Background: an optimization exercise with open tools, aiming at small area, a short achievable clock period and few clock cycles. Do not read the settings as production practice.
The RTL was checked by simulation tests, not by an equivalence proof against the original design.

==> run a <==
## hive_fpu
module hive_fpu (
    input  wire        clk,
    input  wire        rst,
    input  wire        in_valid,
    output wire        in_ready,
    input  wire [4:0]  in_op,
    input  wire [31:0] in_a,
    input  wire [31:0] in_b,
    input  wire [31:0] in_c,
    output reg         out_valid,
    output reg  [31:0] out_result
);
clock: 22.0 ns
lec_check: 0
abc_clock_period_in_ps: 4500
cap_margin: 20
core_margin: 2
core_utilization: 55
place_density: 0.7
setup_slack_margin: 0
slew_margin: 60
run.sh (not shown) runs the stock make flow with config.mk's settings and CLKGATE_MAP_FILE= SYNTH_SCRIPT=/design/flow/synth_recipe.tcl, a recipe that flattens the netlist after the stock synthesis.
==> run b (differences from run a) <==
--- a/flow/design.v
+++ b/flow/design.v
@@ -20,12 +20,12 @@
     assign in_ready = 1'b1;
     wire in_addsub = (in_op == OP_FADD) || (in_op == OP_FSUB);
     wire in_ftoi   = (in_op == OP_FTOI);
     reg [31:0] fa_in, fb_in, fc_in;
     always @(*) begin
-        fa_in = in_ftoi ? 32'h4080_0000 : in_a;
-        fb_in = in_addsub ? 32'h3F80_0000 : in_ftoi ? 32'h4080_0000 : in_b;
+        fa_in = in_ftoi ? 32'h4180_0000 : in_a;
+        fb_in = in_addsub ? 32'h3F80_0000 : in_b;
         case (in_op)
             OP_FTOI: fc_in = in_a;
             OP_FADD: fc_in = in_b;
             OP_FSUB: fc_in = {~in_b[31], in_b[30:0]};
             OP_FMUL: fc_in = 32'h8000_0000;
@@ -42,24 +42,25 @@
             bone_in[q] = ~in_addsub & (bx[2*q+1] ^ bx[2*q]);
             btwo_in[q] = in_addsub ? (q == 11) : (bx[2*q+2] & ~bx[2*q+1] & ~bx[2*q]) |
                                                  (~bx[2*q+2] & bx[2*q+1] & bx[2*q]);
         end
     end
-    wire signed [10:0] eab_in = in_ftoi   ? 11'sd158 :
-                                in_addsub ? $signed({3'd0, in_a[30:23]}) + 11'sd27 :
-                                $signed({3'd0, in_a[30:23]}) + $signed({3'd0, in_b[30:23]}) - 11'sd100;
-    reg        v1, itof1;
-    reg signed [10:0] eab1;
+    wire signed [9:0] d_in = $signed({2'd0, in_b[30:23]}) - $signed({2'd0, in_c[30:23]});
+    reg        v1, itof1, quick1;
+    reg signed [9:0] d1;
+    reg        adds1;
     reg [4:0]  op1;
     reg [31:0] a1, b1, c1;
     reg [11:0] bneg1, bone1, btwo1;
     always @(posedge clk) begin
         if (rst) v1 <= 1'b0;
         else     v1 <= in_valid;
         op1   <= in_op;
         itof1 <= (in_op == OP_ITOF) || (in_op == OP_UTOF);
-        eab1  <= eab_in;
+        quick1 <= (in_op >= OP_FMIN) && (in_op <= OP_FLE);
+        d1     <= d_in;
+        adds1  <= in_addsub | in_ftoi;
         a1    <= fa_in;
         b1    <= fb_in;
         c1    <= fc_in;
         bneg1 <= bneg_in;
         bone1 <= bone_in;
@@ -77,11 +78,12 @@
                    (op1 == OP_FMA) || (op1 == OP_FMS);
     wire is_ftoi = (op1 == OP_FTOI);
     wire [74:0] ra, rb;
     hive_fpu_mul u_mul (.ma({~itof1, a1[22:0] & {23{~itof1}}}),
                         .bneg(bneg1), .bone(bone1), .btwo(btwo1), .ra(ra), .rb(rb));
-    wire signed [10:0] sh_raw = eab1 - $signed({3'd0, ec});
+    wire signed [10:0] sh_raw = adds1 ? $signed({3'd0, ea}) - $signed({3'd0, ec}) + 11'sd27
+                                      : $signed({3'd0, ea}) + d1 - 11'sd100;
     wire        sh_neg = sh_raw[10];
     wire        sh_big = ~sh_raw[10] & (|sh_raw[9:7]);
     wire [23:0] mc   = zc ? 24'd0 : {1'b1, c1[22:0]};
     wire [75:0] c_win = {mc, 52'd0};
     wire [75:0] c_shr = c_win >> sh_raw[6:0];
@@ -103,11 +105,11 @@
     wire [76:0] pb = {rb, 2'b00};
     wire [76:0] cs_s = pa ^ pb ^ c_al;
     wire [76:0] cs_c = {(pa[75:0] & pb[75:0]) | (pa[75:0] & c_al[75:0]) | (pb[75:0] & c_al[75:0]), 1'b0};
     wire signed [10:0] e_top = itof1            ? 11'sd158 :
                                (sh_neg & ~zc)   ? $signed({3'd0, ec}) :
-                               eab1;
+                               ($signed({3'd0, ea}) + $signed({3'd0, eb}) - 11'sd100);
     reg        spec;
     reg [31:0] spec_res;
     always @(*) begin
         spec = 1'b1;
         if (na || nb || nc)
@@ -123,32 +125,22 @@
         else begin
             spec = 1'b0;
             spec_res = 32'd0;
         end
     end
-    function automatic [31:0] order_key(input [31:0] x);
-        order_key = x[31] ? ~x : (x | 32'h8000_0000);
-    endfunction
-    wire [31:0] a_fl = za ? {sa, 31'd0} : a1;
-    wire [31:0] b_fl = zb ? {sb, 31'd0} : b1;
-    wire        a_below_b = order_key(a_fl) < order_key(b_fl);
+    wire        mag_lt, mag_eq;
+    hive_fpu_cmp u_cmp (.a({1'b0, a1[30:0]}), .b({1'b0, b1[30:0]}), .lt(mag_lt), .eq(mag_eq));
     wire        both_zero = za & zb;
-    wire        cmp_eq = !na && !nb && ((a1 == b1) || both_zero);
+    wire        a_below_b = both_zero  ? (sa & ~sb) :
+                            (sa != sb) ? sa :
+                            sa         ? ~mag_lt & ~mag_eq : mag_lt;
+    wire        cmp_eq = !na && !nb && ((mag_eq && sa == sb) || both_zero);
     wire        cmp_lt = !na && !nb && a_below_b && !both_zero;
-    reg [31:0] minmax_res;
-    always @(*) begin
-        if (na && nb)
-            minmax_res = CANON_NAN;
-        else if (na)
-            minmax_res = b_fl;
-        else if (nb)
-            minmax_res = a_fl;
-        else if (op1 == OP_FMIN)
-            minmax_res = a_below_b ? a_fl : b_fl;
-        else
-            minmax_res = a_below_b ? b_fl : a_fl;
-    end
+    wire        pick_a = nb | (~na & ((op1 == OP_FMIN) ? a_below_b : ~a_below_b));
+    wire [31:0] picked = pick_a ? a1 : b1;
+    wire        pick_z = pick_a ? za : zb;
+    wire [31:0] minmax_res = (na & nb) ? CANON_NAN : {picked[31], picked[30:0] & {31{~pick_z}}};
     reg  [31:0] ftoi_mag;
     reg         ftoi_neg;
     always @(*) begin
         ftoi_neg = 1'b0;
         if (nc || ec < 8'd127)
@@ -173,18 +165,20 @@
             OP_FTOI:  misc_res = ftoi_mag;
             OP_ITOF, OP_UTOF: misc_res = 32'd0;
             default:  misc_res = spec_res;
         endcase
     end
+    reg        v3, fp3, sign3, zero3;
+    wire       quick = v1 & quick1 & ~v2 & ~v3;
     reg        v2, fp2, mneg2, esub2, sp2, sc2;
     reg [31:0] mres2;
     reg [76:0] css2;
     reg [51:0] csc2;     
     reg signed [10:0] etop2;
     always @(posedge clk) begin
         if (rst) v2 <= 1'b0;
-        else     v2 <= v1;
+        else     v2 <= v1 & ~quick;
         fp2   <= (is_fma & ~spec) | itof1;
         mneg2 <= is_ftoi & ftoi_neg;
         mres2 <= misc_res;
         css2  <= cs_s;
         csc2  <= cs_c[51:0];
@@ -192,50 +186,54 @@
         sp2   <= sp | itof1;
         sc2   <= sc & ~itof1;
         etop2 <= e_top;
     end
     wire [76:0] s0, s1;
-    hive_fpu_cadd u_add (.a(css2), .b({~css2[75:51], csc2}), .s0(s0), .s1(s1));
+    wire [52:0] l0, l1;
+    hive_fpu_cadd u_add (.a({2'b00, css2[50:0]}), .b({1'b0, csc2}), .s0(l0), .s1(l1));
+    wire [25:0] c_hi  = ~css2[76:51];
+    wire [25:0] c_hm  = c_hi - 26'd1;
+    wire [25:0] c_hp  = c_hi + 26'd1;
+    assign s0 = {l0[52] ? c_hp : l0[51] ? c_hi : c_hm, l0[50:0]};
+    assign s1 = {l1[52] ? c_hp : l1[51] ? c_hi : c_hm, l1[50:0]};
     wire        neg  = esub2 & s0[76];
     wire [75:0] mag  = esub2 ? (neg ? ~s0[75:0] : s1[75:0]) : s0[75:0];
     wire        r_sign = neg ? sc2 : sp2;
     wire [6:0] lz_p, lz_n;
     hive_fpu_lzc u_lzp (.x(s0[75:0]), .n(lz_p));
     hive_fpu_lzc u_lzn (.x(~s0[75:0]), .n(lz_n));
     wire [6:0] lz = neg ? lz_n : lz_p;
     wire       exact0 = neg & (&s0[75:0]);
     wire [75:0] n6 = lz[6] ? {mag[11:0], 64'd0} : mag;
-    wire [75:0] n5 = lz[5] ? {n6[43:0], 32'd0} : n6;
-    wire        k5 = |n5[19:0];
-    reg        v3, fp3, sign3, stk3, zero3;
     reg [31:0] mres3;
-    reg [55:0] n5_3;
+    reg [75:0] n6_3;
     reg [6:0]  lz3;
     reg signed [10:0] etop3;
     always @(posedge clk) begin
         if (rst) v3 <= 1'b0;
         else     v3 <= v2;
         fp3   <= fp2;
         mres3 <= mneg2 ? (~mres2 + 32'd1) : mres2;
         sign3 <= r_sign;
-        n5_3  <= n5[75:20];
+        n6_3  <= n6;
         lz3   <= lz;
-        stk3  <= k5;
         zero3 <= exact0;
         etop3 <= etop2;
     end
-    wire [39:0] n4 = lz3[4] ? n5_3[39:0] : n5_3[55:16];
-    wire        k4 = |n5_3[15:0] & ~lz3[4];
+    wire [75:0] n5 = lz3[5] ? {n6_3[43:0], 32'd0} : n6_3;
+    wire        k5 = |n5[19:0];
+    wire [39:0] n4 = lz3[4] ? n5[59:20] : n5[75:36];
+    wire        k4 = |n5[35:20] & ~lz3[4];
     wire [31:0] n3 = lz3[3] ? n4[31:0] : n4[39:8];
     wire        k3 = |n4[7:0] & ~lz3[3];
     wire [27:0] n2 = lz3[2] ? n3[27:0] : n3[31:4];
     wire        k2 = |n3[3:0] & ~lz3[2];
     wire [25:0] n1 = lz3[1] ? n2[25:0] : n2[27:2];
     wire        k1 = |n2[1:0] & ~lz3[1];
     wire [24:0] n0 = lz3[0] ? n1[24:0] : n1[25:1];
     wire        k0 = n1[0] & ~lz3[0];
-    wire        stk = stk3 | k4 | k3 | k2 | k1 | k0;
+    wire        stk = k5 | k4 | k3 | k2 | k1 | k0;
     wire signed [10:0] e_n = etop3 - $signed({4'd0, lz3});
     wire        pow2   = ~n0[24] & ~zero3;
     wire        rnd_up = n0[0] & (stk | n0[1]);
     wire [23:0] m_inc  = n0[24:1] + 24'd1;
     wire        all1   = &n0[24:1];
@@ -258,22 +256,22 @@
         else
             result = {sign3, e_rnd, f_rnd};
     end
     always @(posedge clk) begin
         if (rst) out_valid <= 1'b0;
-        else     out_valid <= v3;
-        out_result <= result;
+        else     out_valid <= v3 | quick;
+        out_result <= quick ? misc_res : result;
     end
 endmodule
 module hive_fpu_cadd (
-    input  wire [76:0] a,
-    input  wire [76:0] b,
-    output wire [76:0] s0,
-    output wire [76:0] s1
+    input  wire [52:0] a,
+    input  wire [52:0] b,
+    output wire [52:0] s0,
+    output wire [52:0] s1
 );
-    localparam integer W = 77;
-    localparam integer LV = 7;
+    localparam integer W = 53;
+    localparam integer LV = 6;
     wire [W-1:0] g [0:LV];
     wire [W-1:0] p [0:LV];
     assign g[0] = a & b;
     assign p[0] = a ^ b;
     genvar l, i;
@@ -293,10 +291,44 @@
     wire [W-1:0] c0 = {g[LV][W-2:0], 1'b0};
     wire [W-1:0] c1 = {g[LV][W-2:0] | p[LV][W-2:0], 1'b1};
     assign s0 = p[0] ^ c0;
     assign s1 = p[0] ^ c1;
 endmodule
+module hive_fpu_cmp (
+    input  wire [31:0] a,
+    input  wire [31:0] b,
+    output wire        lt,
+    output wire        eq
+);
+    wire [31:0] l0 = ~a & b;
+    wire [31:0] e0 = ~(a ^ b);
+    wire [15:0] l1, e1;
+    wire [7:0]  l2, e2;
+    wire [3:0]  l3, e3;
+    wire [1:0]  l4, e4;
+    genvar i;
+    generate
+        for (i = 0; i < 16; i = i + 1) begin : c1
+            assign l1[i] = l0[2*i+1] | (e0[2*i+1] & l0[2*i]);
+            assign e1[i] = e0[2*i+1] & e0[2*i];
+        end
+        for (i = 0; i < 8; i = i + 1) begin : c2
+            assign l2[i] = l1[2*i+1] | (e1[2*i+1] & l1[2*i]);
+            assign e2[i] = e1[2*i+1] & e1[2*i];
+        end
+        for (i = 0; i < 4; i = i + 1) begin : c3
+            assign l3[i] = l2[2*i+1] | (e2[2*i+1] & l2[2*i]);
+            assign e3[i] = e2[2*i+1] & e2[2*i];
+        end
+        for (i = 0; i < 2; i = i + 1) begin : c4
+            assign l4[i] = l3[2*i+1] | (e3[2*i+1] & l3[2*i]);
+            assign e4[i] = e3[2*i+1] & e3[2*i];
+        end
+    endgenerate
+    assign lt = l4[1] | (e4[1] & l4[0]);
+    assign eq = e4[1] & e4[0];
+endmodule
 module hive_fpu_lzc (
     input  wire [75:0] x,
     output wire [6:0]  n
 );
     wire [127:0] y = {x, 52'hF_FFFF_FFFF_FFFF};
Settings changed: SLEW_MARGIN 60 to 65.
==> run_results.csv <==
group,metric,value,unit
cts,clock-sinks,466,
routing,via_per_inst,6.74,
timing,worst_pin_slew,0.632,ns
layout,inverters,510,
yosys,synth_most_common_cell,"nand2_1",
die,nWellTaps,1155,
yosys,synthesis.area,0.0481,mm²
layout,clock_area_frac,0.0322,
outcome,status,"no timing/DRC/antenna violations",
critical_path,crit_path_end,"eab1[8]",
routing,met2_wirelength,90700,µm
[end of results for run a]
==> run_results.csv <==
group,metric,value,unit
cts,clock-sinks,485,
die,nWellTaps,1144,
outcome,status,"no timing/DRC/antenna violations",
layout,clock_area_frac,0.0366,
routing,via_per_inst,6.78,
yosys,synthesis.area,0.0473,mm²
critical_path,crit_path_end,"lz3[2]",
layout,inverters,486,
[end of results for run b]
Testbench counts of run a, summed over its fixed seeds: cycles 28,016.
Testbench counts of run b, summed over its fixed seeds: cycles 25,988.

-- afterwards: timing with drivers on the ports --
The flow's constraints put no driver on any port. The routed layouts listed below were extracted and timed again, unchanged, in two steps.
Step 1: set_driving_cell puts a clkbuf_16 on clk and a buf_2 on each other input, an assumption about the parent block.
Step 2, shift: input delay + t, output delay - t, t = (earliest + latest rising clock arrival at the registers) / 2. This alone moves slack from input paths to output paths.
Slacks: ideal / step 1 / step 2; pairs: ideal / step 1.
run	t, ns	setup slack, ns	worst setup path at the end	clock arrival spread, ns
run a	0.697	15.501 / 15.555 / 14.858	input to register	0.034 / 0.034
run b	0.724	15.994 / 15.935 / 15.396	input to register	0.042 / 0.042
After both steps setup and hold are still met in every run listed. For run a, which loses most, drivers alone change the setup slack by +0.054 ns; drivers and shift together by -0.643 ns.
